Context: an optimization exercise on an open-source flow, tuned for a short achievable clock period and few clock cycles. The choices shown serve that exercise and are no tape-out recipe.
The RTL was checked by simulation tests, not by an equivalence proof against the original design.
No activity file was given, so power comes from the tool's default toggle rates.

==> flow/design.v <==
module re_core (
    input  wire        clk,
    input  wire        rst,
    input  wire        dztrap,
    output wire        imem_req,
    output wire [15:0] imem_addr,
    input  wire        imem_ack,
    input  wire        imem_err,
    input  wire [15:0] imem_rdata,
    output reg         dmem_req,
    output reg         dmem_we,
    output reg  [15:0] dmem_addr,
    output reg  [15:0] dmem_wdata,
    input  wire        dmem_ack,
    input  wire        dmem_err,
    input  wire [15:0] dmem_rdata,
    output reg         sys_req,
    output reg  [3:0]  sys_op,
    output reg  [15:0] sys_a,
    output reg  [15:0] sys_b,
    output reg  [15:0] sys_c,
    input  wire        sys_ack,
    input  wire [15:0] sys_r0,
    input  wire [15:0] sys_r1,
    output reg         exc_valid,
    output reg  [2:0]  exc_code,
    output reg  [15:0] exc_pc,
    output reg  [7:0]  exc_info,
    output reg         faulted
);
    localparam EXC_ILLEGAL = 3'd0;
    localparam EXC_DIVZERO = 3'd2;
    localparam EXC_FETCH   = 3'd3;
    localparam EXC_DOUBLE  = 3'd4;
    localparam EXC_TRAP    = 3'd5;
    localparam [15:0] E_RANGE = 16'h0101;
    localparam FN = 0, FZ = 1, FC = 2, FV = 3, FS = 4, FD = 5, FI = 6;
    integer i;
    reg [15:0] g [0:15];
    reg [6:0]  flags;
    reg [15:0] cvec;           
    reg        exc;
    reg [15:0] xpc;
    reg [6:0]  xflg;
    reg        dz_q;           
    reg        started;
    reg [15:0] pend;
    function [15:0] conds(input [6:0] f);
        begin
            conds[0]  = f[FZ];
            conds[1]  = !f[FZ];
            conds[2]  = f[FC];
            conds[3]  = !f[FC];
            conds[4]  = f[FN];
            conds[5]  = !f[FN];
            conds[6]  = f[FV];
            conds[7]  = !f[FV];
            conds[8]  = !f[FC] && !f[FZ];
            conds[9]  = f[FC] || f[FZ];
            conds[10] = (f[FN] == f[FV]);
            conds[11] = (f[FN] != f[FV]);
            conds[12] = !f[FZ] && (f[FN] == f[FV]);
            conds[13] = f[FZ] || (f[FN] != f[FV]);
            conds[14] = 1'b1;
            conds[15] = 1'b1;
        end
    endfunction
    reg        f_out;          
    reg [15:0] f_addr;         
    reg        f_kill;         
    reg [15:0] fpc;            
    reg [7:0]  fpc_hi_inc;     
    reg [7:0]  fpc_hi_dec;     
    reg        exp_w2;         
    reg        w2_jmp;         
    reg        hold;           
    reg        brdy;           
    reg        jrdy;           
    reg        rrdy;           
    reg        cur_v;
    reg [15:0] cur_a;
    reg        cur_ph;         
    reg        cur_bus;        
    reg        l_hit;
    reg [15:0] l_data;
    reg        l_rdir;
    reg [15:0] cd [0:63];
    reg [9:0]  ct [0:63];
    reg        cr [0:63];      
    reg [63:0] cvv;
    function [5:0] cidx(input [15:0] a);
        cidx = a[5:0] ^ {a[9:7], 3'b000} ^ {4'b0000, a[11:10]};
    endfunction
    function ill_fn(input [15:0] w);
        begin
            ill_fn = 1'b0;
            case (w[15:12])
                4'h0: ill_fn = (w[3] && w[2] && (w[1] || w[0])) && w[8];
                4'h1: begin
                    case (w[3:0])
                        4'h3: ill_fn = w[8];
                        4'h4: ill_fn = (w[7:4] != 4'h0);
                        4'h5: ill_fn = (w[11:8] != 4'h0);
                        4'h6: ill_fn = (w[7:4] != 4'h0);
                        4'h7: ill_fn = (w[11:8] != 4'h0);
                        4'h8, 4'h9, 4'hB: ill_fn = (w[11:4] != 8'h00);
                        4'hA, 4'hC, 4'hD, 4'hE, 4'hF: ill_fn = 1'b1;
                        default: ill_fn = 1'b0;
                    endcase
                end
                4'h5: ill_fn = (w[7:0] != 8'h00);
                4'h8: ill_fn = (w[11:8] == 4'hF);
                4'h9: begin
                    if (w[11:9] == 3'b000)      ill_fn = (w[7:0] != 8'h00);
                    else if (w[11:9] == 3'b001) ill_fn = (w[3:0] != 4'h0);
                    else                        ill_fn = 1'b1;
                end
                4'hB: ill_fn = (w[3:1] != 3'b000);
                4'hC: ill_fn = (w[3] || w[2] || (w[1] && w[0])) || (w[7] && w[6] && w[5]);
                4'hD: ill_fn = (w[11:8] != 4'h0);
                4'hE, 4'hF: ill_fn = 1'b1;
                default: ill_fn = 1'b0;
            endcase
        end
    endfunction
    function rdir_fn(input [15:0] w);
        rdir_fn = ill_fn(w) || (w[15:12] == 4'h8) || (w[15:12] == 4'hD) ||
                  (w[15:12] == 4'h9 && w[10:9] != 2'b00) ||
                  (w[15:12] == 4'h1 && w[3:0] == 4'hB);
    endfunction
    reg [2:0]  q_cnt;
    reg [15:0] q_w   [0:3];
    reg [15:0] q_pc  [0:3];
    reg [15:0] q_tg  [0:3];    
    reg [3:0]  q_ci  [0:3];    
    reg [3:0]  q_ei  [0:3];    
    reg [20:0] q_pd  [0:3];    
    localparam P_TW = 0, P_ILL = 1, P_ERR = 2, P_CF = 3, P_BCC = 4, P_EXC = 5,
               P_RDD = 6, P_RDS = 7, P_RDC = 8, P_RDE = 9, P_RDF = 10,
               P_WRD = 11, P_WRD1 = 12, P_WR15 = 13, P_WRS1 = 14,
               P_MEM = 15, P_SYS = 16, P_DIV = 17, P_WF = 18, P_JR = 19, P_RETX = 20;
    wire        src_c = !cur_ph && l_hit;      
    wire [15:0] rw    = src_c ? l_data : imem_rdata;
    wire [3:0]  r_op  = rw[15:12];
    localparam V_TG = 0, V_CI = 16, V_EI = 20, V_PD = 24, V_TW = 45, V_ILL = 46, V_ERR = 47,
               V_TRAP = 48, V_JMP = 49, V_CF = 50, V_RETX = 51, V_JR = 52, V_RDIR = 53, V_J9 = 54;
    function [54:0] predec(input [15:0] w, input e, input xw2, input xj,
                           input [15:0] fp, input [7:0] hinc, input [7:0] hdec);
        reg [3:0]  o, d, sx, x;
        reg        il, two, okk, tw, ill, trap, jmp, retx, jr, bcc, cf;
        reg [20:0] pdv;
        reg [8:0]  tlo;
        reg [7:0]  thi;
        begin
            o = w[15:12]; d = w[11:8]; sx = w[7:4]; x = w[3:0];
            il   = ill_fn(w);
            two  = (w[7:0] == 8'h00) && (o == 4'h5 || (o == 4'h9 && d[3:1] == 3'b000));
            okk  = !xw2 && !e && !il;
            tw   = okk && two;
            ill  = !xw2 && !e && il;
            trap = !xw2 && !e && (o == 4'hD) && (d == 4'h0);
            jmp  = xw2 && xj && !e;
            retx = !xw2 && !e && (o == 4'h1) && (x == 4'hB) && (w[11:4] == 8'h00);
            jr   = !xw2 && !e && (o == 4'h9) && (d[3:1] == 3'b001) && (x == 4'h0);
            bcc  = !xw2 && !e && (o == 4'h8) && (d != 4'hF);
            cf   = bcc || jr || retx || ill || e;
            pdv = 21'd0;
            pdv[P_TW]   = tw;
            pdv[P_ILL]  = ill;
            pdv[P_ERR]  = e;
            pdv[P_CF]   = cf;
            pdv[P_BCC]  = bcc;
            pdv[P_EXC]  = ill || e || trap;
            pdv[P_JR]   = jr;
            pdv[P_RETX] = retx;
            if (okk) begin
                pdv[P_RDD] = (o == 4'h0 && x != 4'h7) || (o == 4'h1 && x == 4'h3) ||
                             o == 4'h2 || o == 4'h3 || o == 4'h7;
                pdv[P_RDS] = o == 4'h0 ||
                             (o == 4'h1 && (x[3:2] == 2'b00 || x == 4'h5 || x == 4'h7)) ||
                             o == 4'h6 || o == 4'h7 || (o == 4'h9 && d[1]) ||
                             o == 4'hA || o == 4'hB || o == 4'hC;
                pdv[P_RDC] = o == 4'hA || o == 4'hC;
                pdv[P_RDE] = o == 4'hC;
                pdv[P_RDF] = (o == 4'h1 && (x == 4'h4 || x == 4'hB)) || o == 4'h8 || o == 4'hD;
                pdv[P_WRD] = (o == 4'h0 && x != 4'h8) || (o == 4'h1 && (x[3:2] == 2'b00 || x == 4'h4 || x == 4'h6)) ||
                             o == 4'h2 || o == 4'h4 || o == 4'h5 || o == 4'h6 ||
                             o == 4'hA || o == 4'hB || o == 4'hC;
                pdv[P_WRD1] = (o == 4'h0 && x[3] && x[2] && (x[1] || x[0])) || (o == 4'h1 && x == 4'h3);
                pdv[P_WR15] = o == 4'h9 && d[0];
                pdv[P_WRS1] = o == 4'hC;
                pdv[P_MEM]  = o == 4'h6 || o == 4'h7;
                pdv[P_SYS]  = (o == 4'h1 && (x == 4'h6 || x == 4'h7 || x == 4'h8 || x == 4'h9)) || o == 4'hA || o == 4'hB || o == 4'hC;
                pdv[P_DIV]  = o == 4'h0 && x[3:1] == 3'b111;
                pdv[P_WF]   = (o == 4'h0 && x[3:1] != 3'b111) || (o == 4'h1 && (x[3:2] == 2'b00 || x == 4'h5)) ||
                              o == 4'h2 || o == 4'h3;
            end
            if (trap) pdv[P_RDF] = 1'b1;
            tlo = {1'b0, fp[7:0]} + {1'b0, w[7:0]};
            thi = (tlo[8] && !w[7]) ? hinc : (!tlo[8] && w[7]) ? hdec : fp[15:8];
            predec[V_TG +: 16] = {thi, tlo[7:0]};
            predec[V_CI +: 4]  = (o == 4'hC) ? (sx + 4'd1) : x;
            predec[V_EI +: 4]  = sx + 4'd2;
            predec[V_PD +: 21] = pdv;
            predec[V_TW]   = tw;
            predec[V_ILL]  = ill;
            predec[V_ERR]  = e;
            predec[V_TRAP] = trap;
            predec[V_JMP]  = jmp;
            predec[V_CF]   = cf;
            predec[V_RETX] = retx;
            predec[V_JR]   = jr;
            predec[V_RDIR] = e || (xw2 ? xj : rdir_fn(w));
            predec[V_J9]   = tw && (o == 4'h9);
        end
    endfunction
    wire [54:0] pv_b = predec(imem_rdata, imem_err, exp_w2, w2_jmp, fpc, fpc_hi_inc, fpc_hi_dec);
    wire [54:0] pv_c = predec(l_data, 1'b0, exp_w2, w2_jmp, fpc, fpc_hi_inc, fpc_hi_dec);
    wire [54:0] pv   = src_c ? pv_c : pv_b;
    wire        p_tw   = pv[V_TW];
    wire        p_ill  = pv[V_ILL];
    wire        p_err  = pv[V_ERR];
    wire        p_trap = pv[V_TRAP];
    wire        p_jmp  = pv[V_JMP];
    wire        p_retx = pv[V_RETX];
    wire        p_jr   = pv[V_JR];
    wire        p_cf   = pv[V_CF];
    wire [20:0] p_pd   = pv[V_PD +: 21];
    wire [15:0] p_tg   = pv[V_TG +: 16];
    wire [3:0]  p_ci   = pv[V_CI +: 4];
    wire [3:0]  p_ei   = pv[V_EI +: 4];
    wire [15:0] iw = q_w[0];
    wire [3:0]  op = iw[15:12];
    wire [3:0]  fd = iw[11:8];
    wire [3:0]  fs = iw[7:4];
    wire [3:0]  fx = iw[3:0];
    wire [15:0] simm8 = {{8{iw[7]}}, iw[7:0]};
    wire [15:0] w2 = q_w[1];
    wire [20:0] pd = q_pd[0];
    wire v0 = (q_cnt != 3'd0);
    wire v1 = (q_cnt[2] || q_cnt[1]);
    wire inst_ok = v0 && (!pd[P_TW] || v1);
    wire x_err  = pd[P_ERR] || (pd[P_TW] && q_pd[1][P_ERR]);
    wire op1    = (op == 4'h1);
    wire c_retx = pd[P_RETX];
    wire x_ill  = pd[P_ILL] || (c_retx && !exc);
    wire ok     = !x_err && !pd[P_ILL];
    wire c_trap = ok && (op == 4'hD);
    wire x_exc  = pd[P_EXC] || (pd[P_TW] && q_pd[1][P_ERR]) || (c_retx && !exc);
    wire c_retx_ok = c_retx && exc;
    wire c_op0    = ok && (op == 4'h0);
    wire c_addsub = (c_op0 && (fx[3:2] == 2'b00 || fx == 4'h8)) || (ok && op1 && fx[3:1] == 3'b000) ||
                    (ok && (op == 4'h2 || op == 4'h3));
    wire c_logic  = (c_op0 && fx[3:2] == 2'b01) || (ok && op1 && fx == 4'h2);
    wire c_shift  = c_op0 && (fx == 4'h9 || fx == 4'hA || fx == 4'hB || fx == 4'hC);
    wire c_mul    = (c_op0 && fx == 4'hD) || (ok && op1 && fx == 4'h3);
    wire c_div    = c_op0 && fx[3:1] == 3'b111;
    wire c_mff    = ok && op1 && fx == 4'h4;
    wire c_mtf    = ok && op1 && fx == 4'h5;
    wire c_claim  = ok && op1 && fx == 4'h6;
    wire c_sig    = ok && op1 && fx == 4'h7;
    wire c_kick   = ok && op1 && fx == 4'h8;
    wire c_sleep  = ok && op1 && fx == 4'h9;
    wire c_ldi    = ok && op == 4'h4;
    wire c_ldl    = ok && op == 4'h5;
    wire c_ld     = ok && op == 4'h6;
    wire c_st     = ok && op == 4'h7;
    wire c_bcc    = pd[P_BCC];
    wire c_call   = ok && op == 4'h9 && fd == 4'h1;
    wire c_jr     = pd[P_JR];                       
    wire c_callr  = c_jr && fd[0];
    wire c_wait   = ok && op == 4'hA;
    wire c_cmab   = ok && op == 4'hB;
    wire c_ureq   = ok && op == 4'hC;
    wire [3:0] ci = q_ci[0];
    wire [3:0] ei = q_ei[0];
    reg        x2_v;
    reg [15:0] x2_wm;           
    reg        x2_wf;           
    wire [15:0] busy = pend | x2_wm;
    wire haz = (pd[P_RDD] && busy[fd]) || (pd[P_RDS] && busy[fs]) || (pd[P_RDC] && busy[ci]) ||
               (pd[P_RDE] && busy[ei]) || ((pd[P_RDF] || x_exc) && x2_wf) ||
               (pd[P_WRD] && pend[fd]) || (pd[P_WRD1] && pend[{fd[3:1], 1'b1}]) ||
               (pd[P_WR15] && pend[15]) || (pd[P_WRS1] && pend[ci]);
    reg dq_v, sq_v;
    reg [1:0] dv_st;            
    wire div_busy = (dv_st != 2'd0);
    wire bus_busy = dmem_req || dq_v || sys_req || sq_v;
    wire fire_gen = inst_ok && !faulted && !div_busy && !haz &&
                    !(pd[P_MEM] && dq_v) && !(pd[P_SYS] && sq_v) &&
                    !(x_exc && exc && bus_busy);
    wire fire = pd[P_BCC] ? brdy : (jrdy || rrdy || fire_gen);
    wire bcc_tk = brdy && cvec[fd];
    wire dv_decide = (dv_st == 2'd1);
    wire c_hit  = cur_v && src_c;
    wire c_ack  = cur_v && cur_bus && f_out && imem_ack;
    wire cmpl   = c_hit || c_ack;
    wire rdir_c = exp_w2 ? w2_jmp : l_rdir;
    wire p_rdir = pv[V_RDIR];
    wire room    = ({1'b0, q_cnt} + {3'd0, cur_v}) <= 4'd3;
    wire ok_base = started && !faulted && !dv_decide && !hold && room;
    wire issue_reg = brdy || jrdy || rrdy || (ok_base && (!cur_v || (c_hit && !rdir_c)));
    wire issue     = issue_reg;
    wire [15:0] issue_addr = bcc_tk ? q_tg[0] : fpc;
    wire launch_cur = !f_out && cur_v && !cur_bus && (cur_ph || !l_hit);
    wire launch_new = !f_out && issue_reg;
    wire [15:0] fpc_p1 = fpc + 16'd1;
    wire [15:0] tg0_p1 = q_tg[0] + 16'd1;
    wire [15:0] ia1 = bcc_tk ? tg0_p1 : fpc_p1;
    wire [7:0]  ia1_hinc = bcc_tk ? (tg0_p1[15:8] + 8'd1) : (fpc_p1[15:8] + 8'd1);
    wire [7:0]  ia1_hdec = bcc_tk ? (tg0_p1[15:8] - 8'd1) : (fpc_p1[15:8] - 8'd1);
    reg        imem_req_r;
    reg        bsel_r;
    reg [15:0] base_r;
    assign imem_req  = imem_req_r;
    assign imem_addr = bsel_r ? q_tg[0] : base_r;
    wire [5:0]  ci1 = cidx(fpc);
    wire [5:0]  ci2 = cidx(q_tg[0]);
    wire        lh1 = cvv[ci1] && (ct[ci1] == fpc[15:6]);
    wire        lh2 = cvv[ci2] && (ct[ci2] == q_tg[0][15:6]);
    wire [5:0]  cfi = cidx(f_addr);
    reg [15:0] oh_d, oh_s;
    reg [15:0] ra, rb;
    always @(*) begin
        ra = 16'h0000;
        rb = 16'h0000;
        for (i = 0; i < 16; i = i + 1) begin
            ra = ra | (g[i] & {16{oh_d[i]}});
            rb = rb | (g[i] & {16{oh_s[i]}});
        end
    end
    wire [15:0] rc = g[ci];
    wire [15:0] re = g[ei];
    wire [15:0] pc0  = q_pc[0];
    wire [15:0] pc0p1 = pc0 + 16'd1;
    wire [15:0] pc0p2 = pc0 + 16'd2;
    wire wait_bad = (rb != 16'hFFFF) && (rb > 16'h017F);
    wire cmab_bad = (rb[15:3] != 13'd0);
    wire ureq_bad = (rb >= 16'h0018);
    wire sig_ok   = (rb >= 16'h0100) && (rb <= 16'h017F);
    wire erange   = (c_wait && wait_bad) || (c_cmab && cmab_bad) || (c_ureq && ureq_bad);
    wire        m_sg = (op == 4'h0);
    wire [16:0] m_a  = {m_sg & ra[15], ra};
    wire [17:0] m_b  = {{2{m_sg & rb[15]}}, rb};
    reg  [31:0] pp [0:9];
    reg  [2:0]  bd;
    reg  [31:0] ax;
    always @(*) begin
        ax = {{15{m_a[16]}}, m_a};
        pp[9] = 32'd0;
        for (i = 0; i < 9; i = i + 1) begin
            bd = (i == 0) ? {m_b[1:0], 1'b0} : m_b[2*i+1 -: 3];
            case (bd)
                3'b001, 3'b010: pp[i] = ax << (2*i);
                3'b011:         pp[i] = ax << (2*i+1);
                3'b100: begin   pp[i] = (~ax) << (2*i+1); pp[9] = pp[9] | (32'd1 << (2*i+1)); end
                3'b101, 3'b110: begin pp[i] = (~ax) << (2*i); pp[9] = pp[9] | (32'd1 << (2*i)); end
                default:        pp[i] = 32'd0;
            endcase
        end
    end
    wire [31:0] l1s0 = pp[0] ^ pp[1] ^ pp[2];
    wire [31:0] l1c0 = ((pp[0] & pp[1]) | (pp[0] & pp[2]) | (pp[1] & pp[2])) << 1;
    wire [31:0] l1s1 = pp[3] ^ pp[4] ^ pp[5];
    wire [31:0] l1c1 = ((pp[3] & pp[4]) | (pp[3] & pp[5]) | (pp[4] & pp[5])) << 1;
    wire [31:0] l1s2 = pp[6] ^ pp[7] ^ pp[8];
    wire [31:0] l1c2 = ((pp[6] & pp[7]) | (pp[6] & pp[8]) | (pp[7] & pp[8])) << 1;
    wire [31:0] l2s0 = l1s0 ^ l1c0 ^ l1s1;
    wire [31:0] l2c0 = ((l1s0 & l1c0) | (l1s0 & l1s1) | (l1c0 & l1s1)) << 1;
    wire [31:0] l2s1 = l1c1 ^ l1s2 ^ l1c2;
    wire [31:0] l2c1 = ((l1c1 & l1s2) | (l1c1 & l1c2) | (l1s2 & l1c2)) << 1;
    wire [31:0] l3s0 = l2s0 ^ l2c0 ^ l2s1;
    wire [31:0] l3c0 = ((l2s0 & l2c0) | (l2s0 & l2s1) | (l2c0 & l2s1)) << 1;
    wire        m_zero = (ra == 16'h0000) || (rb == 16'h0000);
    localparam K_ADD = 3'd0, K_LOG = 3'd1, K_SH = 3'd2, K_MUL = 3'd3, K_PASS = 3'd4, K_MTF = 3'd5;
    reg [2:0]  x2_k;
    reg [15:0] x2_a, x2_b;
    reg [3:0]  x2_d;
    reg        x2_wd, x2_wd1;
    reg        x2_sub, x2_sat;
    reg [1:0]  x2_lf;           
    reg [1:0]  x2_sf;           
    reg        x2_sh16, x2_shbig, x2_keepc;
    reg        x2_mz;
    reg        x2_mn;           
    reg        x2_mu;           
    reg [31:0] x2_m0, x2_m1, x2_m2, x2_m3;
    wire [15:0] e_y   = x2_sub ? ~x2_b : x2_b;
    wire [16:0] e_sum = {1'b0, x2_a} + {1'b0, e_y} + {16'd0, x2_sub};
    wire [15:0] e_res = e_sum[15:0];
    wire        e_c   = x2_sub ? !e_sum[16] : e_sum[16];
    wire        e_v   = (x2_a[15] == e_y[15]) && (e_res[15] != x2_a[15]);
    wire [15:0] e_addv = (x2_sat && e_v) ? (x2_a[15] ? 16'h8000 : 16'h7FFF) : e_res;
    reg [15:0] e_log;
    always @(*) begin
        case (x2_lf)
            2'd0: e_log = x2_a & x2_b;
            2'd1: e_log = x2_a | x2_b;
            2'd2: e_log = x2_a ^ x2_b;
            default: e_log = x2_b;
        endcase
    end
    reg [15:0] e_sh;
    reg        e_shc;
    reg [16:0] e_t;
    reg [4:0]  e_k;
    always @(*) begin
        e_k = x2_sh16 ? 5'd16 : {1'b0, x2_b[3:0]};
        e_t = 17'd0;
        case (x2_sf)
            2'd0: begin
                e_t = {1'b0, x2_a} << e_k;
                e_sh = e_t[15:0];  e_shc = e_t[16];
                if (x2_shbig) begin e_sh = 16'h0000; e_shc = 1'b0; end
            end
            2'd1: begin
                e_t = {x2_a, 1'b0} >> e_k;
                e_sh = e_t[16:1];  e_shc = e_t[0];
                if (x2_shbig) begin e_sh = 16'h0000; e_shc = 1'b0; end
            end
            2'd2: begin
                e_t = $signed({x2_a, 1'b0}) >>> e_k;
                e_sh = e_t[16:1];  e_shc = e_t[0];
                if (x2_shbig) begin e_sh = {16{x2_a[15]}}; e_shc = x2_a[15]; end
            end
            default: begin
                e_sh = (x2_a >> x2_b[3:0]) | (x2_a << (5'd16 - {1'b0, x2_b[3:0]}));
                e_shc = e_sh[15];
            end
        endcase
    end
    wire [31:0] l4s = x2_m0 ^ x2_m1 ^ x2_m2;
    wire [31:0] l4c = ((x2_m0 & x2_m1) | (x2_m0 & x2_m2) | (x2_m1 & x2_m2)) << 1;
    wire [31:0] l5s = l4s ^ l4c ^ x2_m3;
    wire [31:0] l5c = ((l4s & l4c) | (l4s & x2_m3) | (l4c & x2_m3)) << 1;
    wire [31:0] e_prod = l5s + l5c;
    reg [15:0] e_val;
    always @(*) begin
        case (x2_k)
            K_ADD:   e_val = e_addv;
            K_LOG:   e_val = e_log;
            K_SH:    e_val = e_sh;
            K_MUL:   e_val = e_prod[15:0];
            default: e_val = x2_b;
        endcase
    end
    reg [15:0] dv_a, dv_am, dv_bm;
    reg        dv_sg, dv_bz, dv_qn, dv_rn, dv_ovf;
    reg [3:0]  dv_d;
    reg [15:0] dv_pc1;
    reg [15:0] dv_rem, dv_q;
    reg [2:0]  dv_n;
    reg [19:0] dv_m [1:15];
    wire        m_sg_div = (fx == 4'hE);
    wire [15:0] d_am = (m_sg_div && ra[15]) ? (16'h0000 - ra) : ra;
    wire [15:0] d_bm = (m_sg_div && rb[15]) ? (16'h0000 - rb) : rb;
    wire [2:0] d_nn = (dv_am[15:12] != 4'd0) ? 3'd4 : (dv_am[11:8] != 4'd0) ? 3'd3 :
                      (dv_am[7:4] != 4'd0) ? 3'd2 : (dv_am[3:0] != 4'd0) ? 3'd1 : 3'd0;
    wire [19:0] d_t = {dv_rem, dv_am[15:12]};
    reg  [20:0] d_diff [1:15];
    reg  [3:0]  d_dig;
    reg  [15:0] d_nrem;
    always @(*) begin
        d_dig = 4'd0;
        d_nrem = d_t[15:0];
        for (i = 1; i < 16; i = i + 1) begin
            d_diff[i] = {1'b0, d_t} - {1'b0, dv_m[i]};
            if (!d_diff[i][20]) begin
                d_dig = i;
                d_nrem = d_diff[i][15:0];
            end
        end
    end
    wire [15:0] d_qf = dv_qn ? (16'h0000 - dv_q) : dv_q;
    wire [15:0] d_rf = dv_rn ? (16'h0000 - dv_rem) : dv_rem;
    wire [6:0]  d0_flags = {flags[FI], 1'b1, flags[FS], 1'b0, 1'b0, 1'b0, dv_sg ? dv_a[15] : 1'b1};
    wire [19:0] bm20 = {4'd0, dv_bm};
    wire dv_zdo   = dv_decide && dv_bz && !(dz_q && exc && bus_busy);
    wire dv_trap  = dv_zdo && dz_q;
    reg [6:0] flags_n;
    always @(*) begin
        flags_n = flags;
        if (x2_v) begin
            case (x2_k)
                K_ADD: begin
                    flags_n[FN] = e_addv[15];
                    flags_n[FZ] = (e_addv == 16'h0000);
                    flags_n[FC] = e_c;
                    flags_n[FV] = e_v;
                    if (x2_sat && e_v) flags_n[FS] = 1'b1;
                end
                K_LOG: begin
                    flags_n[FN] = e_log[15];
                    flags_n[FZ] = (e_log == 16'h0000);
                end
                K_SH: begin
                    flags_n[FN] = e_sh[15];
                    flags_n[FZ] = (e_sh == 16'h0000);
                    flags_n[FV] = 1'b0;
                    if (!x2_keepc) flags_n[FC] = e_shc;
                end
                K_MUL: begin
                    flags_n[FN] = x2_mu ? e_prod[31] : x2_mn;
                    flags_n[FZ] = x2_mz;
                    flags_n[FC] = 1'b0;
                    flags_n[FV] = 1'b0;
                end
                K_MTF: flags_n = x2_b[6:0];
                default: ;
            endcase
        end
        if (fire && x_exc && !exc)
            flags_n[FI] = 1'b0;
        if (fire && c_retx_ok) begin
            flags_n[FN] = xflg[FN];
            flags_n[FZ] = xflg[FZ];
            flags_n[FC] = xflg[FC];
            flags_n[FV] = xflg[FV];
            flags_n[FI] = xflg[FI];
            flags_n[FS] = xflg[FS] | flags[FS];
            flags_n[FD] = xflg[FD] | flags[FD];
        end
        if (dv_zdo)
            flags_n = (dz_q && !exc) ? {1'b0, d0_flags[5:0]} : d0_flags;
        if (dv_st == 2'd3) begin
            flags_n[FN] = d_qf[15];
            flags_n[FZ] = (d_qf == 16'h0000);
            flags_n[FC] = 1'b0;
            flags_n[FV] = dv_ovf;
        end
    end
    reg [6:0] flags_b;
    always @(*) begin
        flags_b = flags;
        if (x2_v) begin
            case (x2_k)
                K_ADD: begin
                    flags_b[FN] = e_addv[15];
                    flags_b[FZ] = (e_addv == 16'h0000);
                    flags_b[FC] = e_c;
                    flags_b[FV] = e_v;
                    if (x2_sat && e_v) flags_b[FS] = 1'b1;
                end
                K_LOG: begin
                    flags_b[FN] = e_log[15];
                    flags_b[FZ] = (e_log == 16'h0000);
                end
                K_SH: begin
                    flags_b[FN] = e_sh[15];
                    flags_b[FZ] = (e_sh == 16'h0000);
                    flags_b[FV] = 1'b0;
                    if (!x2_keepc) flags_b[FC] = e_shc;
                end
                K_MUL: begin
                    flags_b[FN] = x2_mn;
                    flags_b[FZ] = x2_mz;
                    flags_b[FC] = 1'b0;
                    flags_b[FV] = 1'b0;
                end
                K_MTF: flags_b = x2_b[6:0];
                default: ;
            endcase
        end
        if (fire && x_exc && !exc)
            flags_b[FI] = 1'b0;
        if (fire && c_retx_ok) begin
            flags_b[FN] = xflg[FN];
            flags_b[FZ] = xflg[FZ];
            flags_b[FC] = xflg[FC];
            flags_b[FV] = xflg[FV];
            flags_b[FI] = xflg[FI];
            flags_b[FS] = xflg[FS] | flags[FS];
            flags_b[FD] = xflg[FD] | flags[FD];
        end
        if (dv_zdo)
            flags_b = (dz_q && !exc) ? {1'b0, d0_flags[5:0]} : d0_flags;
        if (dv_st == 2'd3) begin
            flags_b[FN] = d_qf[15];
            flags_b[FZ] = (d_qf == 16'h0000);
            flags_b[FC] = 1'b0;
            flags_b[FV] = dv_ovf;
        end
    end
    reg        dq_we;
    reg [15:0] dq_addr, dq_wdata;
    reg [3:0]  dq_rd;
    reg [3:0]  dm_rd;           
    reg [3:0]  sq_op;
    reg [15:0] sq_a, sq_b, sq_c;
    reg [3:0]  sq_d, sq_d2;
    reg        sq_hd, sq_gen;
    reg [3:0]  sy_d, sy_d2;
    reg        sy_hd, sy_gen;
    reg        wl_v, wl_c;      
    reg [3:0]  wl_d;
    reg [15:0] wl_data;
    reg        ws_v, ws_hd, ws_gen;
    reg [3:0]  ws_d, ws_d2;
    reg [15:0] ws_r0;
    reg [7:0]  ws_r1;
    reg        fl_v;
    reg [5:0]  fl_i;
    reg [9:0]  fl_t;
    reg [15:0] fl_d;
    wire [15:0] n_daddr = rb + {12'd0, fx};
    reg  [3:0]  n_sop;
    reg         n_spush, n_shd;
    always @(*) begin
        n_spush = 1'b0;
        n_shd = 1'b0;
        n_sop = 4'd0;
        if (c_wait)  begin n_spush = !wait_bad; n_shd = 1'b1; n_sop = 4'd0; end
        if (c_cmab)  begin n_spush = !cmab_bad; n_shd = 1'b1; n_sop = fx[0] ? 4'd2 : 4'd1; end
        if (c_ureq)  begin n_spush = !ureq_bad; n_shd = 1'b1; n_sop = 4'd3 + fx; end
        if (c_sig)   begin n_spush = sig_ok;    n_sop = 4'd6; end
        if (c_claim) begin n_spush = 1'b1; n_shd = 1'b1; n_sop = 4'd7; end
        if (c_sleep) begin n_spush = 1'b1; n_sop = 4'd8; end
        if (c_kick)  begin n_spush = 1'b1; n_sop = 4'd9; end
    end
    wire [15:0] n_sb = c_ureq ? {8'h00, rc[7:0]} : rc;
    wire d_free = !dmem_req || dmem_ack;
    wire s_free = !sys_req || sys_ack;
    wire push_m = fire && pd[P_MEM];
    wire push_s = fire && pd[P_SYS] && n_spush;
    wire [1:0] n_cons = !fire ? 2'd0 : (pd[P_TW] ? 2'd2 : 2'd1);
    wire [2:0] q_rem  = q_cnt - {1'b0, n_cons};
    wire       arrive = cmpl;
    wire [2:0] q_cnt_n = dv_trap ? 3'd0 : (q_rem + {2'd0, arrive});
    reg [15:0] nq_w  [0:3];
    reg [15:0] nq_pc [0:3];
    reg [15:0] nq_tg [0:3];
    reg [3:0]  nq_ci [0:3];
    reg [3:0]  nq_ei [0:3];
    reg [20:0] nq_pd [0:3];
    always @(*) begin
        for (i = 0; i < 4; i = i + 1) begin
            if (i < q_cnt) begin
                nq_w[i] = q_w[i]; nq_pc[i] = q_pc[i]; nq_tg[i] = q_tg[i];
                nq_ci[i] = q_ci[i]; nq_ei[i] = q_ei[i]; nq_pd[i] = q_pd[i];
            end else begin
                nq_w[i] = rw; nq_pc[i] = cur_a; nq_tg[i] = p_tg;
                nq_ci[i] = p_ci; nq_ei[i] = p_ei; nq_pd[i] = p_pd;
            end
            if (fire) begin
                if (!pd[P_TW]) begin
                    if (i < 3 && i + 1 < q_cnt) begin
                        nq_w[i] = q_w[i+1]; nq_pc[i] = q_pc[i+1]; nq_tg[i] = q_tg[i+1];
                        nq_ci[i] = q_ci[i+1]; nq_ei[i] = q_ei[i+1]; nq_pd[i] = q_pd[i+1];
                    end else begin
                        nq_w[i] = rw; nq_pc[i] = cur_a; nq_tg[i] = p_tg;
                        nq_ci[i] = p_ci; nq_ei[i] = p_ei; nq_pd[i] = p_pd;
                    end
                end else begin
                    if (i < 2 && i + 2 < q_cnt) begin
                        nq_w[i] = q_w[i+2]; nq_pc[i] = q_pc[i+2]; nq_tg[i] = q_tg[i+2];
                        nq_ci[i] = q_ci[i+2]; nq_ei[i] = q_ei[i+2]; nq_pd[i] = q_pd[i+2];
                    end else begin
                        nq_w[i] = rw; nq_pc[i] = cur_a; nq_tg[i] = p_tg;
                        nq_ci[i] = p_ci; nq_ei[i] = p_ei; nq_pd[i] = p_pd;
                    end
                end
            end
        end
    end
    wire x2_wf_n   = fire && pd[P_WF];
    wire cur_v_n   = !dv_trap && (issue || (cur_v && !cmpl));
    wire f_out_n   = (f_out && !imem_ack) || launch_cur || launch_new;
    wire [15:0] jr_tgt  = g[l_data[7:4]];
    wire [3:0]  r_sx    = l_data[7:4];
    wire [15:0] f_addr_n = launch_cur ? cur_a : (launch_new ? issue_addr : f_addr);
    wire        f_kill_n = (dv_trap && f_out && !imem_ack) ? 1'b1 :
                           (cmpl && cur_bus && !imem_ack) ? 1'b1 :
                           (f_out && imem_ack) ? 1'b0 : f_kill;
    wire [15:0] cur_a_n  = issue ? issue_addr : cur_a;
    wire        cur_ph_n = issue ? 1'b0 : (cur_v ? 1'b1 : cur_ph);
    wire        cur_bus_n = dv_trap ? 1'b0 : issue ? launch_new : launch_cur ? 1'b1 :
                            cmpl ? 1'b0 : cur_bus;
    wire        exp_w2_n = dv_trap ? 1'b0 : cmpl ? p_tw : exp_w2;
    wire        w2_jmp_n = cmpl ? pv[V_J9] : w2_jmp;
    wire        l_hit_n  = bcc_tk ? lh2 : lh1;
    wire        l_rdir_n = bcc_tk ? cr[ci2] : cr[ci1];
    wire        chit_n   = cur_v_n && !cur_ph_n && l_hit_n;
    wire        rdirc_n  = exp_w2_n ? w2_jmp_n : l_rdir_n;
    wire        lc_n     = !f_out_n && cur_v_n && !cur_bus_n && (cur_ph_n || !l_hit_n);
    wire        dvt_nd   = dv_trap && !exc;
    wire [15:0] cvec_n   = conds(flags_n);
    wire [15:0] cvec_b   = conds(flags_b);
    wire        x2_mulu  = x2_v && (x2_k == K_MUL) && x2_mu;
    wire [1:0]  brdy_s, jrdy_s, rrdy_s, hold_s, req_s, bsel_s;
    wire [31:0] fpc_s, base_s;
    genvar F;
    generate
        for (F = 0; F < 2; F = F + 1) begin : shn
            wire        ff      = (F == 1);
            wire [2:0]  rem     = !ff ? q_cnt : (pd[P_TW] ? q_cnt - 3'd2 : q_cnt - 3'd1);
            wire        hd_q    = (rem != 3'd0);
            wire [20:0] hd_pd   = !hd_q ? p_pd : (!ff ? q_pd[0] : (pd[P_TW] ? q_pd[2] : q_pd[1]));
            wire [3:0]  hd_fd   = !hd_q ? rw[11:8] : (!ff ? q_w[0][11:8] : (pd[P_TW] ? q_w[2][11:8] : q_w[1][11:8]));
            wire        hd_v    = !dv_trap && (hd_q || arrive);
            wire        wf      = ff && pd[P_WF];
            wire        divb    = (dv_st != 2'd0) || (ff && c_div);
            wire        flt     = faulted || (ff && x_exc && exc) || dv_decide;
            wire        brdy_f  = hd_pd[P_BCC] && hd_v && !wf && !cur_v_n && !f_out_n && !divb && !flt &&
                                  !x2_mulu;
            wire [15:0] wmf     = !ff ? 16'h0000 :
                                  ((pd[P_WRD] ? (16'd1 << fd) : 16'h0000) |
                                   (pd[P_WRD1] ? (16'd1 << {fd[3:1], 1'b1}) : 16'h0000) |
                                   (pd[P_WR15] ? 16'h8000 : 16'h0000) |
                                   (pd[P_WRS1] ? (16'd1 << ci) : 16'h0000));
            wire [15:0] jbusy   = x2_wm | wmf | pend;
            wire        headn   = arrive && !hd_q && !dv_trap;
            wire        jrdy_f  = headn && src_c && p_jr && !jbusy[r_sx] && !divb && !div_busy && !flt;
            wire        rrdy_f  = headn && p_retx && exc && !(ff && (x_exc || c_retx)) &&
                                  !wf && !divb && !div_busy && !flt;
            wire [15:0] fpce    = dvt_nd ? 16'h0004 :
                                  (ff && c_jr && !jrdy) ? rb :
                                  (ff && c_retx && !rrdy) ? (exc ? xpc : 16'h0006) :
                                  (ff && x_exc && !c_trap) ? 16'h0006 :
                                  issue ? ia1 : fpc;
            wire        caprd   = cmpl && (p_trap || p_jmp) || jrdy_f || rrdy_f;
            wire [15:0] capa    = jrdy_f ? jr_tgt : rrdy_f ? xpc : p_trap ? 16'h0004 : rw;
            wire [15:0] fpcn    = (caprd && !dvt_nd) ? capa : fpce;
            wire        holdn   = dv_trap ? 1'b0 :
                                  (ff && (pd[P_CF] || (pd[P_TW] && q_pd[1][P_CF]))) ? 1'b0 :
                                  (cmpl && p_cf) ? 1'b1 : hold;
            wire        fltn    = faulted || (ff && x_exc && exc) || (dv_trap && exc);
            wire        dvdecn  = (ff && c_div) || (dv_decide && dv_bz && !dv_zdo);
            wire [2:0]  cntn    = dv_trap ? 3'd0 : (rem + {2'd0, arrive});
            wire        roomn   = ({1'b0, cntn} + {3'd0, cur_v_n}) <= 4'd3;
            wire        okbn    = !fltn && !dvdecn && !holdn && roomn;
            wire        lnn     = !f_out_n && (brdy_f || jrdy_f || rrdy_f ||
                                  (okbn && (!cur_v_n || (chit_n && !rdirc_n))));
            wire [15:0] nxtnf   = issue ? (l_hit_n ? fpcn : issue_addr) :
                                  (cur_v && !cur_bus && !c_hit && !dv_trap) ? cur_a : fpcn;
            wire [15:0] basef0  = launch_cur ? cur_a : launch_new ? issue_addr : nxtnf;
            assign brdy_s[F] = brdy_f;
            assign jrdy_s[F] = jrdy_f;
            assign rrdy_s[F] = rrdy_f;
            assign hold_s[F] = holdn;
            assign req_s[F]  = f_out_n || lc_n || lnn;
            assign bsel_s[F] = brdy_f && cvec_b[hd_fd];
            assign fpc_s[F*16 +: 16]  = fpcn;
            assign base_s[F*16 +: 16] = !f_out ? basef0 : (imem_ack ? nxtnf : f_addr);
        end
    endgenerate
    wire        brdy_n = fire ? brdy_s[1] : brdy_s[0];
    wire        jrdy_n = fire ? jrdy_s[1] : jrdy_s[0];
    wire        rrdy_n = fire ? rrdy_s[1] : rrdy_s[0];
    wire        hold_n = fire ? hold_s[1] : hold_s[0];
    wire        req_n  = fire ? req_s[1]  : req_s[0];
    wire        bsel_n = fire ? bsel_s[1] : bsel_s[0];
    wire [15:0] fpc_n  = fire ? fpc_s[31:16]  : fpc_s[15:0];
    wire [15:0] base_n = fire ? base_s[31:16] : base_s[15:0];
    always @(posedge clk) begin
        if (rst) begin
            started  <= 1'b0;
            dz_q     <= dztrap;
            flags    <= 7'h00;
            cvec     <= conds(7'h00);
            exc      <= 1'b0;
            xpc      <= 16'h0000;
            xflg     <= 7'h00;
            for (i = 0; i < 16; i = i + 1)
                g[i] <= 16'h0000;
            pend     <= 16'h0000;
            f_out    <= 1'b0;
            f_addr   <= 16'h0000;
            f_kill   <= 1'b0;
            cur_v    <= 1'b0;
            cur_ph   <= 1'b0;
            cur_bus  <= 1'b0;
            cvv      <= 64'd0;
            fpc      <= 16'h0000;
            fpc_hi_inc <= 8'h01;
            fpc_hi_dec <= 8'hFF;
            exp_w2   <= 1'b0;
            w2_jmp   <= 1'b0;
            hold     <= 1'b0;
            brdy     <= 1'b0;
            jrdy     <= 1'b0;
            rrdy     <= 1'b0;
            imem_req_r <= 1'b0;
            bsel_r   <= 1'b0;
            base_r   <= 16'h0000;
            q_cnt    <= 3'd0;
            x2_v     <= 1'b0;
            x2_wm    <= 16'h0000;
            x2_wf    <= 1'b0;
            x2_wd    <= 1'b0;
            x2_wd1   <= 1'b0;
            x2_k     <= K_PASS;
            dv_st    <= 2'd0;
            dq_v     <= 1'b0;
            sq_v     <= 1'b0;
            wl_v     <= 1'b0;
            wl_c     <= 1'b0;
            ws_v     <= 1'b0;
            fl_v     <= 1'b0;
            dmem_req <= 1'b0;
            dmem_we  <= 1'b0;
            dmem_addr <= 16'h0000;
            dmem_wdata <= 16'h0000;
            sys_req  <= 1'b0;
            sys_op   <= 4'h0;
            sys_a    <= 16'h0000;
            sys_b    <= 16'h0000;
            sys_c    <= 16'h0000;
            exc_valid <= 1'b0;
            exc_code <= 3'd0;
            exc_pc   <= 16'h0000;
            exc_info <= 8'h00;
            faulted  <= 1'b0;
        end else begin
            started   <= 1'b1;
            dz_q      <= dztrap;
            exc_valid <= 1'b0;
            flags     <= flags_n;
            cvec      <= conds(flags_n);
            brdy      <= brdy_n;
            jrdy      <= jrdy_n;
            rrdy      <= rrdy_n;
            imem_req_r <= req_n;
            bsel_r  <= bsel_n;
            base_r  <= base_n;
            l_hit   <= l_hit_n;
            l_data  <= bcc_tk ? cd[ci2] : cd[ci1];
            l_rdir  <= l_rdir_n;
            f_out   <= f_out_n;
            f_addr  <= f_addr_n;
            f_kill  <= f_kill_n;
            cur_v   <= cur_v_n;
            cur_a   <= cur_a_n;
            cur_ph  <= cur_ph_n;
            cur_bus <= cur_bus_n;
            fpc     <= fpc_n;
            hold    <= hold_n;
            exp_w2  <= exp_w2_n;
            w2_jmp  <= w2_jmp_n;
            if (issue) begin
                fpc_hi_inc <= ia1_hinc;
                fpc_hi_dec <= ia1_hdec;
            end
            fl_v <= f_out && imem_ack && !imem_err;
            fl_i <= cfi;
            fl_t <= f_addr[15:6];
            fl_d <= imem_rdata;
            if (fl_v) begin
                cd[fl_i]  <= fl_d;
                ct[fl_i]  <= fl_t;
                cr[fl_i]  <= rdir_fn(fl_d);
                cvv[fl_i] <= 1'b1;
            end
            for (i = 0; i < 4; i = i + 1) begin
                q_w[i]  <= nq_w[i];
                q_pc[i] <= nq_pc[i];
                q_tg[i] <= nq_tg[i];
                q_ci[i] <= nq_ci[i];
                q_ei[i] <= nq_ei[i];
                q_pd[i] <= nq_pd[i];
            end
            q_cnt <= q_cnt_n;
            oh_d  <= 16'd1 << nq_w[0][11:8];
            oh_s  <= 16'd1 << nq_w[0][7:4];
            wl_c    <= dmem_req && dmem_ack && !dmem_we;
            wl_v    <= dmem_req && dmem_ack && !dmem_we && !dmem_err;
            wl_d    <= dm_rd;
            wl_data <= dmem_rdata;
            ws_v    <= sys_req && sys_ack;
            ws_hd   <= sy_hd;
            ws_gen  <= sy_gen;
            ws_d    <= sy_d;
            ws_d2   <= sy_d2;
            ws_r0   <= sys_r0;
            ws_r1   <= sys_r1[7:0];
            if (wl_v) g[wl_d] <= wl_data;
            if (ws_v) begin
                if (ws_hd) g[ws_d] <= ws_r0;
                if (ws_gen && ws_r0 == 16'h0000) g[ws_d2] <= {8'h00, ws_r1};
            end
            if (x2_v) begin
                if (x2_wd)  g[x2_d] <= e_val;
                if (x2_wd1) g[{x2_d[3:1], 1'b1}] <= e_prod[31:16];
            end
            x2_v  <= 1'b0;
            x2_wm <= 16'h0000;
            x2_wf <= x2_wf_n;
            x2_a   <= ra;
            x2_b   <= rb;
            x2_d   <= fd;
            x2_wd  <= 1'b0;
            x2_wd1 <= 1'b0;
            x2_sub <= 1'b0;
            x2_sat <= 1'b0;
            x2_k   <= K_PASS;
            x2_lf  <= fx[1:0];
            x2_sf  <= fx[1:0] - 2'd1;
            x2_sh16  <= (rb == 16'd16);
            x2_shbig <= (rb > 16'd16);
            x2_keepc <= (fx == 4'hC) ? (rb[3:0] == 4'd0) : (rb == 16'h0000);
            x2_mz  <= m_zero;
            x2_mn  <= (ra[15] ^ rb[15]) && !m_zero;
            x2_mu  <= op1;
            x2_m0  <= l3s0;
            x2_m1  <= l3c0;
            x2_m2  <= l2c1;
            x2_m3  <= pp[9];
            if (fire) begin
                if (x_exc) begin
                    exc_valid <= 1'b1;
                    exc_pc    <= c_trap ? pc0p1 : pc0;
                    if (exc) begin
                        exc_code <= EXC_DOUBLE;
                        exc_info <= 8'h00;
                        faulted  <= 1'b1;
                    end else begin
                        exc_code <= x_err ? EXC_FETCH : (x_ill ? EXC_ILLEGAL : EXC_TRAP);
                        exc_info <= (c_trap && !x_ill && !x_err) ? iw[7:0] : 8'h00;
                        xpc      <= c_trap ? pc0p1 : pc0;
                        xflg     <= flags;
                        exc      <= 1'b1;
                    end
                end
                if (c_retx_ok)
                    exc <= 1'b0;
                if (c_addsub) begin
                    x2_v  <= 1'b1;
                    x2_k  <= K_ADD;
                    if (op == 4'h0) begin
                        x2_sub <= fx[0] || (fx == 4'h8);
                        x2_sat <= (fx == 4'h2 || fx == 4'h3);
                        x2_wd  <= (fx != 4'h8);
                        x2_wm  <= (fx != 4'h8) ? (16'd1 << fd) : 16'd0;
                    end else if (op == 4'h1) begin
                        x2_a   <= 16'h0000;
                        x2_sub <= 1'b1;
                        x2_sat <= fx[0];
                        x2_wd  <= 1'b1;
                        x2_wm  <= 16'd1 << fd;
                    end else begin
                        x2_b   <= simm8;
                        x2_sub <= (op == 4'h3);
                        x2_wd  <= (op == 4'h2);
                        x2_wm  <= (op == 4'h2) ? (16'd1 << fd) : 16'd0;
                    end
                end
                if (c_logic) begin
                    x2_v  <= 1'b1;
                    x2_k  <= K_LOG;
                    x2_wd <= 1'b1;
                    x2_wm <= 16'd1 << fd;
                    if (op1) begin
                        x2_b  <= ~rb;
                        x2_lf <= 2'd3;
                    end
                end
                if (c_shift) begin
                    x2_v  <= 1'b1;
                    x2_k  <= K_SH;
                    x2_wd <= 1'b1;
                    x2_wm <= 16'd1 << fd;
                end
                if (c_mul) begin
                    x2_v   <= 1'b1;
                    x2_k   <= K_MUL;
                    x2_wd  <= 1'b1;
                    x2_wd1 <= 1'b1;
                    x2_wm  <= 16'd3 << {fd[3:1], 1'b0};
                end
                if (c_mff) begin
                    x2_v  <= 1'b1;
                    x2_b  <= {9'd0, flags};
                    x2_wd <= 1'b1;
                    x2_wm <= 16'd1 << fd;
                end
                if (c_mtf) begin
                    x2_v  <= 1'b1;
                    x2_k  <= K_MTF;
                end
                if (c_ldi) begin
                    x2_v  <= 1'b1;
                    x2_b  <= simm8;
                    x2_wd <= 1'b1;
                    x2_wm <= 16'd1 << fd;
                end
                if (c_ldl) begin
                    x2_v  <= 1'b1;
                    x2_b  <= w2;
                    x2_wd <= 1'b1;
                    x2_wm <= 16'd1 << fd;
                end
                if (c_call || c_callr) begin
                    x2_v  <= 1'b1;
                    x2_b  <= c_call ? pc0p2 : pc0p1;
                    x2_d  <= 4'd15;
                    x2_wd <= 1'b1;
                    x2_wm <= 16'h8000;
                end
                if (erange) begin
                    x2_v  <= 1'b1;
                    x2_b  <= E_RANGE;
                    x2_wd <= 1'b1;
                    x2_wm <= 16'd1 << fd;
                end
            end
            if (dq_v) begin
                if (d_free) begin
                    dmem_we    <= dq_we;
                    dmem_addr  <= dq_addr;
                    dmem_wdata <= dq_wdata;
                    dm_rd      <= dq_rd;
                    dq_v       <= 1'b0;
                end
            end else if (push_m) begin
                if (d_free) begin
                    dmem_req   <= 1'b1;
                    dmem_we    <= c_st;
                    dmem_addr  <= n_daddr;
                    dmem_wdata <= ra;
                    dm_rd      <= fd;
                end else begin
                    dq_v     <= 1'b1;
                    dq_we    <= c_st;
                    dq_addr  <= n_daddr;
                    dq_wdata <= ra;
                    dq_rd    <= fd;
                end
            end else if (dmem_ack) begin
                dmem_req <= 1'b0;
            end
            if (sq_v) begin
                if (s_free) begin
                    sys_op <= sq_op;
                    sys_a  <= sq_a;
                    sys_b  <= sq_b;
                    sys_c  <= sq_c;
                    sy_d   <= sq_d;
                    sy_d2  <= sq_d2;
                    sy_hd  <= sq_hd;
                    sy_gen <= sq_gen;
                    sq_v   <= 1'b0;
                end
            end else if (push_s) begin
                if (s_free) begin
                    sys_req <= 1'b1;
                    sys_op  <= n_sop;
                    sys_a   <= rb;
                    sys_b   <= n_sb;
                    sys_c   <= re;
                    sy_d    <= fd;
                    sy_d2   <= ci;
                    sy_hd   <= n_shd;
                    sy_gen  <= c_ureq;
                end else begin
                    sq_v   <= 1'b1;
                    sq_op  <= n_sop;
                    sq_a   <= rb;
                    sq_b   <= n_sb;
                    sq_c   <= re;
                    sq_d   <= fd;
                    sq_d2  <= ci;
                    sq_hd  <= n_shd;
                    sq_gen <= c_ureq;
                end
            end else if (sys_ack) begin
                sys_req <= 1'b0;
            end
            begin : pend_upd
                reg [15:0] p;
                p = pend;
                if (wl_c) p[wl_d] = 1'b0;
                if (ws_v) begin
                    if (ws_hd)  p[ws_d]  = 1'b0;
                    if (ws_gen) p[ws_d2] = 1'b0;
                end
                if (push_m && c_ld) p[fd] = 1'b1;
                if (push_s && n_shd) p[fd] = 1'b1;
                if (push_s && c_ureq) p[ci] = 1'b1;
                pend <= p;
            end
            if (fire && c_div) begin
                dv_st  <= 2'd1;
                dv_a   <= ra;
                dv_am  <= d_am;
                dv_bm  <= d_bm;
                dv_sg  <= m_sg_div;
                dv_bz  <= (rb == 16'h0000);
                dv_qn  <= m_sg_div && (ra[15] ^ rb[15]);
                dv_rn  <= m_sg_div && ra[15];
                dv_ovf <= m_sg_div && (ra == 16'h8000) && (rb == 16'hFFFF);
                dv_d   <= fd;
                dv_pc1 <= pc0p1;
            end
            case (dv_st)
                2'd1: begin
                    if (dv_bz) begin
                        if (dv_zdo) begin
                            g[dv_d] <= dv_sg ? (dv_a[15] ? 16'h8000 : 16'h7FFF) : 16'hFFFF;
                            g[{dv_d[3:1], 1'b1}] <= dv_a;
                            dv_st <= 2'd0;
                            if (dz_q) begin
                                exc_valid <= 1'b1;
                                exc_pc    <= dv_pc1;
                                exc_info  <= 8'h00;
                                if (exc) begin
                                    exc_code <= EXC_DOUBLE;
                                    faulted  <= 1'b1;
                                end else begin
                                    exc_code <= EXC_DIVZERO;
                                    xpc      <= dv_pc1;
                                    xflg     <= d0_flags;
                                    exc      <= 1'b1;
                                end
                            end
                        end
                    end else begin
                        dv_m[1]  <= bm20;
                        dv_m[2]  <= bm20 << 1;
                        dv_m[3]  <= bm20 + (bm20 << 1);
                        dv_m[4]  <= bm20 << 2;
                        dv_m[5]  <= bm20 + (bm20 << 2);
                        dv_m[6]  <= (bm20 + (bm20 << 1)) << 1;
                        dv_m[7]  <= (bm20 << 3) - bm20;
                        dv_m[8]  <= bm20 << 3;
                        dv_m[9]  <= (bm20 << 3) + bm20;
                        dv_m[10] <= (bm20 + (bm20 << 2)) << 1;
                        dv_m[11] <= (bm20 << 3) + (bm20 << 1) + bm20;
                        dv_m[12] <= (bm20 + (bm20 << 1)) << 2;
                        dv_m[13] <= (bm20 << 3) + (bm20 << 2) + bm20;
                        dv_m[14] <= ((bm20 << 3) - bm20) << 1;
                        dv_m[15] <= (bm20 << 4) - bm20;
                        dv_rem <= 16'h0000;
                        dv_q   <= 16'h0000;
                        dv_n   <= d_nn;
                        case (d_nn)
                            3'd3: dv_am <= dv_am << 4;
                            3'd2: dv_am <= dv_am << 8;
                            3'd1: dv_am <= dv_am << 12;
                            default: ;
                        endcase
                        dv_st <= (d_nn == 3'd0) ? 2'd3 : 2'd2;
                    end
                end
                2'd2: begin
                    dv_rem <= d_nrem;
                    dv_q   <= {dv_q[11:0], d_dig};
                    dv_am  <= dv_am << 4;
                    dv_n   <= dv_n - 3'd1;
                    if (dv_n == 3'd1) dv_st <= 2'd3;
                end
                2'd3: begin
                    g[dv_d] <= d_qf;
                    g[{dv_d[3:1], 1'b1}] <= d_rf;
                    dv_st <= 2'd0;
                end
                default: ;
            endcase
        end
    end
endmodule
==> flow/flow/run.sh <==
#!/bin/bash
set -o pipefail
bash standard.sh SETUP_SLACK_MARGIN=7 SKIP_LAST_GASP=1 \
    "BUFFER_PORTS_ARGS=-buffer_cell sky130_fd_sc_hd__buf_4" finish > standard_flow.log 2>&1
==> flow/standard.sh <==
#!/bin/bash
# synth_recipe.tcl (not shown) runs the flow's synth.tcl, then flattens the netlist and writes it again
# the make line also repeats each setting of config.mk as NAME=value (left out here)
make -C /OpenROAD-flow-scripts/flow DESIGN_CONFIG=/design/flow/config.mk WORK_HOME=/design/flow/orfs CLKGATE_MAP_FILE= SYNTH_SCRIPT=/design/flow/synth_recipe.tcl "${@:-finish}"
==> flow/config.mk <==
export PLATFORM = sky130hd
export DESIGN_NAME = re_core
export DESIGN_NICKNAME = re_core
export VERILOG_FILES = /design/flow/design.v
export SDC_FILE = /design/flow/constraint.sdc
export NUM_CORES = 4
export LEC_CHECK = 0
export CAP_MARGIN = 20
export CORE_MARGIN = 2
export CORE_UTILIZATION = 40
export PLACE_DENSITY = 0.6
export SLEW_MARGIN = 20
==> flow/constraint.sdc <==
create_clock -name core_clock -period 12.0 [get_ports {clk}]
set_input_delay 2.4000 -clock core_clock [delete_from_list [all_inputs] [get_ports {clk}]]
set_output_delay 2.4000 -clock core_clock [all_outputs]
set_load 0.01 [all_outputs]
==> reports/qor.csv, run 1 <==
metric;value;unit
status;complete, but fails checks;
violations;capacitance limit, slew limit;
clock-sinks;3300;
postSynthCellCount;18400;
htree_levels;5;
syn_area;208000;um^2
synth_edf_count;2940;
die_w;724;um
cts.path.max_buffers;4;
post-route-util;0.455;
endpoint_kind;register;
power.leakage;0.0820;uW
path_cells;nor2_1, mux4_2, mux4_2, o211ai_1, nor4_4, buf_4, o21a_4, or4_4, o211a_1, o32ai_1, o21bai_1, xnor2_1, or3b_2, a41oi_2;
cp.required;12.91;ns
first_global_vias;159000;
gp_congestion;1.01;
arrival;6.05;ns
ant_nets;0;
area_delta_synth_final;13.4;%
fin_ws;6.86;ns
fp.dieH;724;um
drv_cap;1;
start_util;0.402;
synth_fp_nets;19200;
period_minus_slack;5.14;ns
drive_gt1_frac;0.192;
rr_worst_depth;14;
grt_max_degree;150;
synth_flop_cell;edfxtp_1;
final_common_cell;edfxtp_1;
wirelength;895000;um
cpLargestDelayFamily;compound AO/OA/AOI/OAI gates;
rsz0062_at_grt;true;
syn_avg_cell_area;11.3;um^2
fin_crit_sh;0.428;
cp.depth;14;
drt_iter0_markers;25500;
nets;19200;
peakVddDrop;704;uV
seq_area_frac_synth;0.460;
cp-start-kind;register;
crit_top_cell;mux4_2;
vias;170000;
setup_viol;0;
synth.largest_area_cell;edfxtp_1;
wl_per_cell;34.9;um
holdPathStages;0;
grt_use_total;0.329;
dr.pass1.iters;7;
final_cell_mix;2940 x edfxtp_1, 1841 x nand2_1, 1526 x nor2_1;
grt_pass1_wl;1230000;um
hold_buffers;0;
post-place-ws;5.17;ns
yosysUniqueCellTypes;108;
ys_seq_elements;3300;
overflow;0;
hpwl;590000;um
vias_per_cell;6.64;
power.total;70700;uW
slew-limit-headroom;-0.105;
remaining_drc_errors;0;
rows;264;
max_stage_delay;0.64;ns
clock_latency;1.06;ns
worst_slew_pin_slew;1.66;ns
fmaxAchievable;0.195;GHz
finalSetupTns;0;ns
cp_slowest_cell;dfxtp_1;
crit_buf_inv;1;
ys_warn_count;16;
antenna_found_initial;50;
crit_fanout;11;
powerDensity;300;nW/um^2
hold_class;register to register;
yosys-top-cells-area;edfxtp_1 43%, mux4_2 15%, ha_1 3.5%, dfxtp_1 3.5%, nand2_1 3.4%;
async_flop_share;0;
cts_tree;built;
io_buffers;196;
io_pins;205;
clock_skew;0.0987;ns
cts_root_buf;clkbuf_16;
timing_hold_violations_final;0;
synth_top_area_frac;0.425;
crit_type;register to register;
die-area;525000;um^2
core;517000;um^2
numCtsBuffers;371;
finalMaxSlewViolations;17;
clkTransAtPathRegs;0.06;ns
## logic make-up after synthesis
group / share of synthesized area
fa+ha+maj: 0.0529
simple gates: 0.115
buf+inv: 0.0381
xor+xnor: 0.0272
compound gates: 0.140
flops: 0.460
mux: 0.167
other cells: 0.0000181
## power by group
group | internal [uW] | leakage, uW | switching (uW) | total (uW)
combinational | 16500 | 0.0458 | 26200 | 42700
clock | 6660 | 0.00587 | 4990 | 11600
sequential | 14800 | 0.0303 | 1550 | 16300
## worst register-to-register path, stage by stage (launching register included)
cell      delay (ns)
dfxtp_1         0.64
nor2_1          0.27
mux4_2          0.51
mux4_2          0.49
o211ai_1        0.44
nor4_4          0.14
buf_4           0.19
o21a_4          0.27
or4_4           0.63
o211a_1         0.24
o32ai_1         0.23
o21bai_1        0.18
xnor2_1         0.08
or3b_2          0.48
a41oi_2         0.25
## routing by layer
| layer | global-route usage | vias to the layer above | share of wire |
|---|---|---|---|
| met5 | 0.00110 | - | 0.00021 |
| met4 | 0.202 | 26 | 0.078 |
| met3 | 0.0948 | 2769 | 0.12 |
| met2 | 0.500 | 11800 | 0.44 |
| met1 | 0.415 | 84900 | 0.36 |
| li1 | - | 70800 | - |
## Yosys cell counts (59+ instances only)
cell type,count
xor2_1,196
edfxtp_1,2940
a21o_1,146
o21a_1,96
a21boi_0,65
o22ai_1,228
a22o_1,68
a211oi_1,240
mux2i_1,341
nor4_1,90
nor2_1,1655
o211ai_1,259
nand4_1,117
o221ai_1,100
a31oi_1,183
mux4_2,1360
nand3_1,597
a22oi_1,333
ha_1,581
mux2_2,59
nand2b_1,127
a21oi_1,1247
or3_1,59
fa_1,185
buf_1,145
xnor2_1,440
inv_1,632
and3_1,170
and2_1,75
nor3_1,286
o21ai_0,973
nor2b_1,102
clkbuf_1,1084
nand2_1,1858
dfxtp_1,360
a221oi_1,96
buf_2,140
## cell type report
cell class                 instances  area (um^2)
clock buffer                     489        10100
fill                           46900       281000
tap                             6916         8650
sequential                      3300        95500
multi-input combinational      13100       107000
inverter                         645         2490
timing repair buffer            1029         9330
clock inverter                   186         1960
antenna                           32         80.1
## path summary, 6_finish.rpt
kind | start | endpoint | slack, ns
max | pend[15] | bsel_r | 6.86
min | sy_gen | ws_gen | 0.42
max reg2reg | pend[15] | bsel_r | 6.86
min reg2reg | sy_gen | ws_gen | 0.42
## registers in the layout (all words and copies together) (netlist names), 17 cells and up, named ones only
| signal | flops |
|---|---|
| cd | 1024 |
| cr | 64 |
| ct | 640 |
| cvv | 64 |
| dv_m | 136 |
| g | 256 |
| q_pc | 64 |
| q_pd | 80 |
| q_tg | 64 |
| q_w | 64 |
| x2_m0 | 32 |
| x2_m1 | 27 |
| x2_m2 | 19 |
| x2_m3 | 17 |
## timing repair
item	CTS	global route
pin swaps	22	34
gates cloned	14	11
setup buffers	81	102
endpoints found under the setup margin	967	542
resized for setup	277	237
## per-stage QoR
stage          hold slack (ns)  cell area [um^2]  instances
3_5_place_dp             0.405            219000      24700
6_report                 0.420            235000      25600
5_1_grt                  0.417            235000      25600
3_3_place_gp             0.404            219000      24700
4_1_cts                  0.417            233000      25500
2_1_floorplan            0.400            208000      18400
Testbench counts, summed over its fixed seeds: cycles 52,067.
==> inputs of run 2 (changes only) <==
--- a/flow/design.v
+++ b/flow/design.v
@@ -392,4 +392,7 @@
     wire        e_v   = (x2_a[15] == e_y[15]) && (e_res[15] != x2_a[15]);
     wire [15:0] e_addv = (x2_sat && e_v) ? (x2_a[15] ? 16'h8000 : 16'h7FFF) : e_res;
+    wire [15:0] e_zp  = x2_a ^ e_y;
+    wire [15:0] e_zk  = {x2_a[14:0] | e_y[14:0], x2_sub};
+    wire        e_zf  = (e_zp == e_zk);
     reg [15:0] e_log;
     always @(*) begin
@@ -536,9 +539,8 @@
             case (x2_k)
                 K_ADD: begin
-                    flags_b[FN] = e_addv[15];
-                    flags_b[FZ] = (e_addv == 16'h0000);
+                    flags_b[FN] = e_res[15];
+                    flags_b[FZ] = e_zf;
                     flags_b[FC] = e_c;
                     flags_b[FV] = e_v;
-                    if (x2_sat && e_v) flags_b[FS] = 1'b1;
                 end
                 K_LOG: begin
@@ -686,5 +688,5 @@
     wire [15:0] cvec_n   = conds(flags_n);
     wire [15:0] cvec_b   = conds(flags_b);
-    wire        x2_mulu  = x2_v && (x2_k == K_MUL) && x2_mu;
+    wire        x2_mulu  = x2_v && (((x2_k == K_MUL) && x2_mu) || ((x2_k == K_ADD) && x2_sat));
     wire [1:0]  brdy_s, jrdy_s, rrdy_s, hold_s, req_s, bsel_s;
     wire [31:0] fpc_s, base_s;
==> flow/flow/run.sh (replaced) <==
#!/bin/bash
set -o pipefail
bash standard.sh SETUP_SLACK_MARGIN=7.5 SKIP_LAST_GASP=1 \
    "BUFFER_PORTS_ARGS=-buffer_cell sky130_fd_sc_hd__buf_4" finish > standard_flow.log 2>&1
==> reports/qor.csv, run 2 <==
metric;value;unit;change
synth.largest_area_cell;edfxtp_1;;
powerDensity;300;nW/um^2;+0.12%
io_pins;205;;unchanged
overflow;0;;unchanged
hold_buffers;0;;unchanged
syn_area;207000;um^2;-0.32%
holdPathStages;0;;unchanged
synth_edf_count;2940;;unchanged
first_global_vias;159000;;+0.099%
slew-limit-headroom;-0.125;;-0.0194
finalSetupTns;0;ns;unchanged
async_flop_share;0;;unchanged
yosys-top-cells-area;edfxtp_1 43%, mux4_2 16%, ha_1 3.6%, dfxtp_1 3.5%, a21oi_1 3.1%;;
grt_pass1_wl;1230000;um;-0.47%
arrival;5.63;ns;-0.42 ns
rsz0062_at_grt;true;;
violations;capacitance limit, slew limit;;
cts.path.max_buffers;4;;unchanged
vias_per_cell;6.69;;+0.69%
cts_root_buf;clkbuf_16;;
nets;19200;;-0.15%
power.leakage;0.0858;uW;+4.7%
power.internal;40800;uW;+7.7%
ys_warn_count;16;;unchanged
ys_top_cells_by_count;2940 x edfxtp_1, 1669 x nand2_1, 1551 x nor2_1;;
wirelength;893000;um;-0.27%
yosysUniqueCellTypes;103;;-4.6%
drive_gt1_frac;0.258;;+0.0660
synth_fp_nets;18700;;-2.7%
crit_fanout;19;;+8
largest_register_ffs;1024;;unchanged
syn_avg_cell_area;11.6;um^2;+2.7%
seq_power_share;0.218;;-0.013
ant_nets;0;;unchanged
gr-usage-met2;0.491;;-0.00879
seq_area_frac_synth;0.462;;+0.00147
p_sw;33200;uW;+1.2%
fmaxAchievable;0.204;GHz;+5.1%
drv_cap;1;;unchanged
path_cells;buf_12, buf_4, buf_6, buf_4, a22o_1, a221oi_2, and4_4, buf_16, or2_2, a21oi_1, a21o_1, fa_1, fa_2, inv_2, ha_4, xor2_4, xnor2_2, xnor2_1, xnor2_1, xnor2_1;;
setup_viol;0;;unchanged
crit_top_cell;xnor2_1;;
max_stage_delay;0.63;ns;about the same
drt_iter0_markers;27400;;+7.2%
cp_slowest_cell;fa_2;;
cts_tree;built;;
clock_skew;0.174;ns;+0.0756 ns
hold_class;register to register;;
synth_flop_cell;edfxtp_1;;
remaining_drc_errors;0;;unchanged
place_area;218000;um^2;-0.51%
swShare;0.449;;-0.0153
top_register;cd;;
gp_congestion;1.02;;+0.26%
htree_levels;5;;unchanged
finalMaxSlewViolations;4;;-13
fin_crit_sh;0.408;;-0.0207
final_cell_mix;2940 x edfxtp_1, 1604 x nand2_1, 1482 x mux4_2;;
r2r_setup_slack;7.11;ns;+0.25 ns
antenna_found_initial;57;;+14%
rr_worst_depth;20;;+6
rows;264;;unchanged
io_buffers;196;;unchanged
core;516000;um^2;-0.19%
endpoint_kind;register;;
grt_use_total;0.326;;-0.00255
crit_type;register to register;;
synth.most_common_cell;edfxtp_1;;
cp.required;12.74;ns;-0.17 ns
postSynthCellCount;17800;;-2.9%
status;complete, but fails checks;;
[run 2: cell types whose count changed after synthesis, moves of 86 or more]
cell and change:
nand2_1 -189, nor2_1 -104, o21ai_0 +94, nand3_1 -206
clkbuf_1 -86, mux4_2 +122, mux2i_1 -94, a221oi_1 +102
[run 2: path summary, 6_finish.rpt]
kind | start | to
max | oh_s[12] | x2_m0[31]
min reg2reg | sy_d2[1] | ws_d2[1]
max reg2reg | oh_s[12] | x2_m0[31]
min | sy_d2[1] | ws_d2[1]
[run 2: worst max-delay path, delay by kind of cell, from the launching register on]
family / cells / cell delay [ns]
fa+ha+maj: 3 / 1.34
buf+inv: 6 / 0.84
xor+xnor: 5 / 0.77
compound gates: 4 / 0.66
simple gates: 2 / 0.56
flops: 1 / 0.41
[run 2: timing repair]
item | 4_1_cts | 5_1_grt
cloned | 91 | 24
setup buffers | 341 | 244
setup endpoints to repair | 1885 | 993
endpoints found under the hold margin | 0 | 0
resized for setup | 1002 | 949
pin swaps | 190 | 321
[run 2: cell type report]
cell class / instances / area, um^2
diodes: 34 / 85.1
clock inverters: 207 / 2100
repair inverters: 1 / 16.3
flip-flops and latches: 3300 / 95500
inverters: 671 / 2720
fillers: 45500 / 270000
well taps: 6916 / 8650
multi-input cells: 12500 / 111000
repair buffers: 1473 / 15900
clock buffers: 470 / 9920
[run 2: per-stage QoR]
| step | instances | hold WS [ns] | setup slack [ns] | power, uW | utilization |
|---|---|---|---|---|---|
| 6_report | 25600 | 0.420 | 7.11 | 74000 | 0.477 |
| 5_1_grt | 25600 | 0.425 | 7.00 | 76000 | 0.477 |
| 4_1_cts | 25300 | 0.419 | 7.12 | 69200 | 0.464 |
| 3_5_place_dp | 24200 | 0.406 | 4.88 | 52400 | 0.422 |
| 3_3_place_gp | 24200 | 0.403 | 4.92 | 52200 | 0.422 |
| 2_1_floorplan | 17800 | 0.400 | 6.47 | 39200 | - |
[run 2: layer usage]
metal,vias to the layer above,part of all wire
met5,-,0.0010
met4,42,0.077
met3,3190,0.14
met2,13000,0.44
met1,84900,0.35
li1,70100,-
[run 2: power groups by stage]
stage	clock [uW]	combinational (uW)	sequential [uW]
floorplan	0	23700	15500
global placement	0	35700	16400
detailed placement	0	35900	16500
CTS	11600	41500	16100
global route	12000	47800	16200
finish	11600	46200	16100
[run 2: logic make-up after synthesis]
family,count (synthesis),synth area share
buf+inv,2019,0.0381
fa+ha+maj,779,0.0538
flops,3300,0.462
other cells,1,0.0000181
compound gates,4592,0.141
simple gates,4710,0.101
xor+xnor,637,0.0270
mux,1808,0.178
Testbench counts of run 2, summed over its fixed seeds: cycles 52,097.

## port drivers added, routing unchanged
The flow's constraints put no driver on any port. The routed layouts listed below were extracted and timed again, unchanged, in two steps.
Step 1, drivers: a clkbuf_16 drives clk and a buf_2 each remaining input, both assumed.
Step 2, shift: input delay + t, output delay - t, t = (earliest + latest rising clock arrival at the registers) / 2. This alone moves slack from input paths to output paths.
Three values: ideal ports, drivers, drivers and shift; two values: the first two.
run	t (ns)	slack for setup (ns)
run 1	1.137	6.860 / 6.860 / 5.917
run 2	1.143	7.108 / 7.108 / 6.327
